This design comes from an exercise in tuning for small area on the open sky130 flow, not from production work.
In this exercise RTL edits were held to simulation tests only and were not proved equivalent to the original.
No activity file was given, so power comes from the tool's default toggle rates.

## flow/design.v (module list and top-level ports; edited modules follow where they fit)
// module dfu_unit: 210 lines
// module dfu_add: 15 lines
// module dfu_add_cs: 11 lines
// module dfu_carry: 13 lines
// module dfu_dec: 13 lines
// module dfu_inc: 13 lines
// module dfu_mul: 1626 lines
module dfu_unit (
    input  wire        clk,
    input  wire        rst,           
    input  wire [1:0]  mode,          
    input  wire [20:0] dec_d,         
    input  wire        sync,          
    input  wire        corr_we,
    input  wire [1:0]  corr_m,
    input  wire [15:0] corr_ofs,
    input  wire [15:0] corr_gain,
    input  wire        corr_commit,
    input  wire        in_valid,
    input  wire [11:0] in_code,
    input  wire [1:0]  in_member,
    input  wire [3:0]  in_flags,      
    output wire        o_valid,
    output wire [31:0] o_index,
    output wire [15:0] o_lo,
    output wire [15:0] o_hi,
    output wire [31:0] o_h32,
    output wire [11:0] o_p12,
    output wire [4:0]  o_flags,       
    output reg  [31:0] sat_count
);
  // ...
==> flow/flow/run.sh <==
#!/bin/bash
# Layout flow: the standard ORFS flow with three changes that keep the design's
# registers exactly as the standard synthesis makes them:
#  - synthesis is the standard one (synth_recipe.tcl, ABC_AREA 1) except that ABC's
#    area script maps with "amap" and leaves buffering and sizing to the placer;
#  - after synthesis, flow/polar.py moves inverters out of the netlist (full adders
#    taken in complemented form, gates swapped for complemented twins);
#  - the buffers that global placement puts on every port are buf_1.
# Each step's output goes to a log file of its own in this folder.
set -euo pipefail
export BUFFER_PORTS_ARGS="-buffer_cell sky130_fd_sc_hd__buf_1"
R=orfs/results/sky130hd/dfu_unit/base
rm -rf scripts_synth
cp -r "$FLOW_HOME/scripts" scripts_synth
printf 'strash\ndch -f\namap\ntopo\nstime -c\n' > scripts_synth/abc_area.script
bash standard.sh SCRIPTS_DIR="$PWD/scripts_synth" synth > flow_synth.log 2>&1
cp "$R/1_2_yosys.v" synth_netlist.v
python3 flow/polar.py synth_netlist.v "$R/1_2_yosys.v" > flow_polar.log 2>&1
rm -f "$R/1_synth.odb" "$R/1_synth.sdc"
bash standard.sh finish > flow_layout.log 2>&1
==> flow/standard.sh <==
#!/bin/bash
# synth_recipe.tcl (not shown) runs the flow's synth.tcl, then flattens the netlist and writes it again
# the make line also repeats each setting of config.mk as NAME=value (left out here)
make -C /OpenROAD-flow-scripts/flow DESIGN_CONFIG=/design/flow/config.mk WORK_HOME=/design/flow/orfs CLKGATE_MAP_FILE= SYNTH_SCRIPT=/design/flow/synth_recipe.tcl "${@:-finish}"
==> flow/config.mk <==
export PLATFORM = sky130hd
export DESIGN_NAME = dfu_unit
export DESIGN_NICKNAME = dfu_unit
export VERILOG_FILES = /design/flow/design.v
export SDC_FILE = /design/flow/constraint.sdc
export NUM_CORES = 4
export LEC_CHECK = 0
export ABC_AREA = 1
export CAP_MARGIN = 20
export CORE_MARGIN = 2
export CORE_UTILIZATION = 40
export CTS_CLUSTER_DIAMETER = 80
export CTS_CLUSTER_SIZE = 30
export PLACE_DENSITY = 0.6
export SLEW_MARGIN = 20
==> flow/constraint.sdc <==
create_clock -name core_clock -period 14.0 [get_ports {clk}]
set_input_delay 2.8000 -clock core_clock [delete_from_list [all_inputs] [get_ports {clk}]]
set_output_delay 2.8000 -clock core_clock [all_outputs]
set_load 0.01 [all_outputs]
Not shown: flow/flow/polar.py
==> summary.txt, run 1 <==
worst setup margin=801 ps; Avg Cell Area, Syn=11.6 sq um; static leakage=11.9 nW; CP top delay family=adder cells; CP max FO=18; hold endpoint=q_flags[0]; Clk pin slew, worst setup/hold paths=100 ps; number of global-route vias before repair=18,900; Finished Cell Area=28,700 sq um; DR WL met3=4.20 mm; Final Core Density=0.455; fraction of area in multi-input gates=0.473; io pins=227; PD cells=199 nW/um^2; Hold Crit Start=p_flags[0]; grt met3 use=0.0314; Clk pwr share=0.155; status=finished clean; # Max-Cap Violations=0; CP arrival=13,530 ps; Inserted Diodes=3; H-tree levels=1; Tapcells=846; Cell Area, Synth=25,600 sq um; gate count of the mapped netlist=2,209; Slew headroom=0.324; Final min period=13,200 ps; Final Setup Violations=0; met2 Use GR=0.348; FMAX=75.8 MHz; unrepaired setup endpoints after global routing=false; placed insts=3,310; Net Count, Synth=2,723; final hold vios=0; first-pass GRT wire length=107 mm; Final period util=0.943; internal power=0.00324 W; largest net degree at the start of global routing=70; Via density=5.43; Routed met2 length=33.0 mm; slew of the pin with the lowest slew margin=1010 ps; Worst VDD drop=0.211 mV; IO buf count=226
==> run 2, diff against run 1 <==
--- a/flow/config.mk
+++ b/flow/config.mk
@@ -11,4 +11,5 @@
 export CORE_UTILIZATION = 40
-export CTS_CLUSTER_DIAMETER = 80
-export CTS_CLUSTER_SIZE = 30
+export CTS_BUF_LIST = sky130_fd_sc_hd__clkbuf_8
+export CTS_CLUSTER_DIAMETER = 60
+export CTS_CLUSTER_SIZE = 16
 export PLACE_DENSITY = 0.6
==> summary.txt, run 2 <==
status=finished clean; fin. max-slew vios=0; CP arrival=13,760 ps (+230 ps); FMAX=75.6 MHz (-0.28%); nets=3,022; H-tree levels=2 (+1); CTS buffer count=40; TritonCTS clock tree=built; commonest non-fill, non-tap cell in the layout=nor2_1; drt first pass iters=7; Worst setup SP type=register; commonest cells after routing, fill and taps aside=nor2_1, fa_1, edfxtp_1, buf_1, dfxtp_1; RD Place Congestion=0.942; Final min period=13,240 ps (+36.7 ps); Crit Path Class=register to register; Hold Crit Start=p_flags[0]; ANT nets after route=0; io pins=227 (unchanged); hold buffers post-CTS=0; layout cells sized above 1=0.0520; Avg Cell Area, Syn=11.6 sq um (unchanged); total gr overflow=0; placed cell area=27,700 sq um; first-pass GRT wire length=108 mm (+1.1%); clock root buffer=clkbuf_8; final hold vios=0 (unchanged); Die ar.=65,900 sq um; largest net degree at the start of global routing=70 (unchanged); number of remaining DRC errors=0; antenna violations before repair=4; IO buf count=226 (unchanged); HP Class=register to register; clk buf depth=3; drt total wl=68.8 mm; worst setup path startpoint=p_m[1]; r2r startpoint=p_m[1]; Initial Utilization=0.405; Design Power=0.00566 W; slew of the pin with the lowest slew margin=985 ps (-25.4 ps); crit-path most repeated cell=fa_1; Worst-Skew Late Latency=650 ps; DIE HEIGHT=257 um; Slew headroom=0.341 (+0.0170); Crit path required time=14,520 ps; Vias=18,400; 1st-iter DRT viols=1,557; Worst VDD drop=0.274 mV (+30%); num rows=92; DR WL/cell=20.3 um; PD cells=198 nW/um^2 (-0.77%); Net Count, Synth=2,723 (unchanged); Clk pin slew, worst setup/hold paths=100 ps (about the same); crit-path max cell delay=480 ps; Final Setup Violations=0 (unchanged); Final period util=0.945 (+0.00262); die width=257 um; # Max-Cap Violations=0 (unchanged); setup TNS=0 ps; Via density=5.44 (+0.21%); GR Util All Layers=0.209; number of global-route vias before repair=19,100 (+1.2%); Yosys Warn Count=5; Layout Skew=51.2 ps; Final HPWL DP=50.3 mm; gate count of the mapped netlist=2,209 (unchanged); CP Capture Type=register; Finished Cell Area=28,600 sq um (-0.24%); static leakage=12.0 nW (+0.36%); Worst R2R Setup Slack=760 ps; CP max-delay cell=fa_1; Clock Sinks=447; Cell Area, Synth=25,600 sq um (unchanged); CP max FO=18 (unchanged); Area Growth Syn to Fin=12.0%; core area=63,100 sq um
[run 2: power by group]
group	switching [W]	internal, W	total, W
Combinational	0.00188	0.00129	0.00318
Clock	0.000468	0.000334	0.000803
Sequential	0.000119	0.00156	0.00168
[run 2: metrics by stage]
step	instances	hold WS [ps]	setup WS, ps	utilization
3_3_place_gp	3308	311	708	0.440
3_5_place_dp	3308	321	374	0.440
2_1_floorplan	2209	310	1560	-
4_1_cts	3381	343	342	0.453
6_report	3386	339	764	0.454
5_1_grt	3386	345	-0.856	0.454
[run 2: what timing repair did]
item / 4_1_cts / 5_1_grt
resized for setup: 0 / 11
endpoints found under the setup margin: 0 / 16
buffers inserted: 0 / 4
[run 2: worst max-delay path, delay by kind of cell (launching register included)]
kind	cells	cell delay, ps
adder cells (fa/ha/maj)	22	8510
flip-flops	1	450
AND/OR/NAND/NOR	13	1790
AO/OA/AOI/OAI	7	1200
buffers and inverters	6	1180
[run 2: routing by layer]
layer | vias up | wire [um] | global-route usage
met5 | - | 41 | 0
met4 | 6 | 2460 | 0.0778
met3 | 138 | 3890 | 0.0328
met2 | 626 | 33800 | 0.357
met1 | 9265 | 28700 | 0.267
li1 | 8392 | - | -
[run 2: final timing paths]
kind         depth (start not counted)    endpoint
max                                 48     q_y[11]
min                                  0  q_flags[0]
max reg2reg                         48     q_y[11]
min reg2reg                          0  q_flags[0]
[run 2: area by class of cell]
class | instances | area, sq um
diodes | 1 | 2.50
clock buffers | 42 | 578
clock inverters | 31 | 258
fillers | 5976 | 34400
inverters | 172 | 661
multi-input cells | 1569 | 13600
flip-flops and latches | 447 | 11200
well taps | 846 | 1060
repair buffers | 278 | 1240

[what the ideal ports hide]
How much do the figures lean on ideal ports? The routed layouts below were timed once more, with nothing changed but the port constraints. Step 1, drivers: a clkbuf_16 drives clk and a buf_2 each remaining input, both assumed. Step 2 times the ports against the registers' clock, not the clock port: input delays grow and output delays shrink by t, the midpoint of the rising clock arrivals with the driver on. a / b / c = ideal ports / drivers / drivers and shift; a / b = the first two.
| run | t, ns | setup WS [ns] | worst setup path after step 2 | worst slew at a driven data input, ns |
|---|---|---|---|---|
| run 1 | 0.645 | 0.801 / 0.801 / 0.801 | register to register | 0.08 |
| run 2 | 0.679 | 0.764 / 0.764 / 0.764 | register to register | 0.07 |
After both steps setup and hold are still met in every run listed.
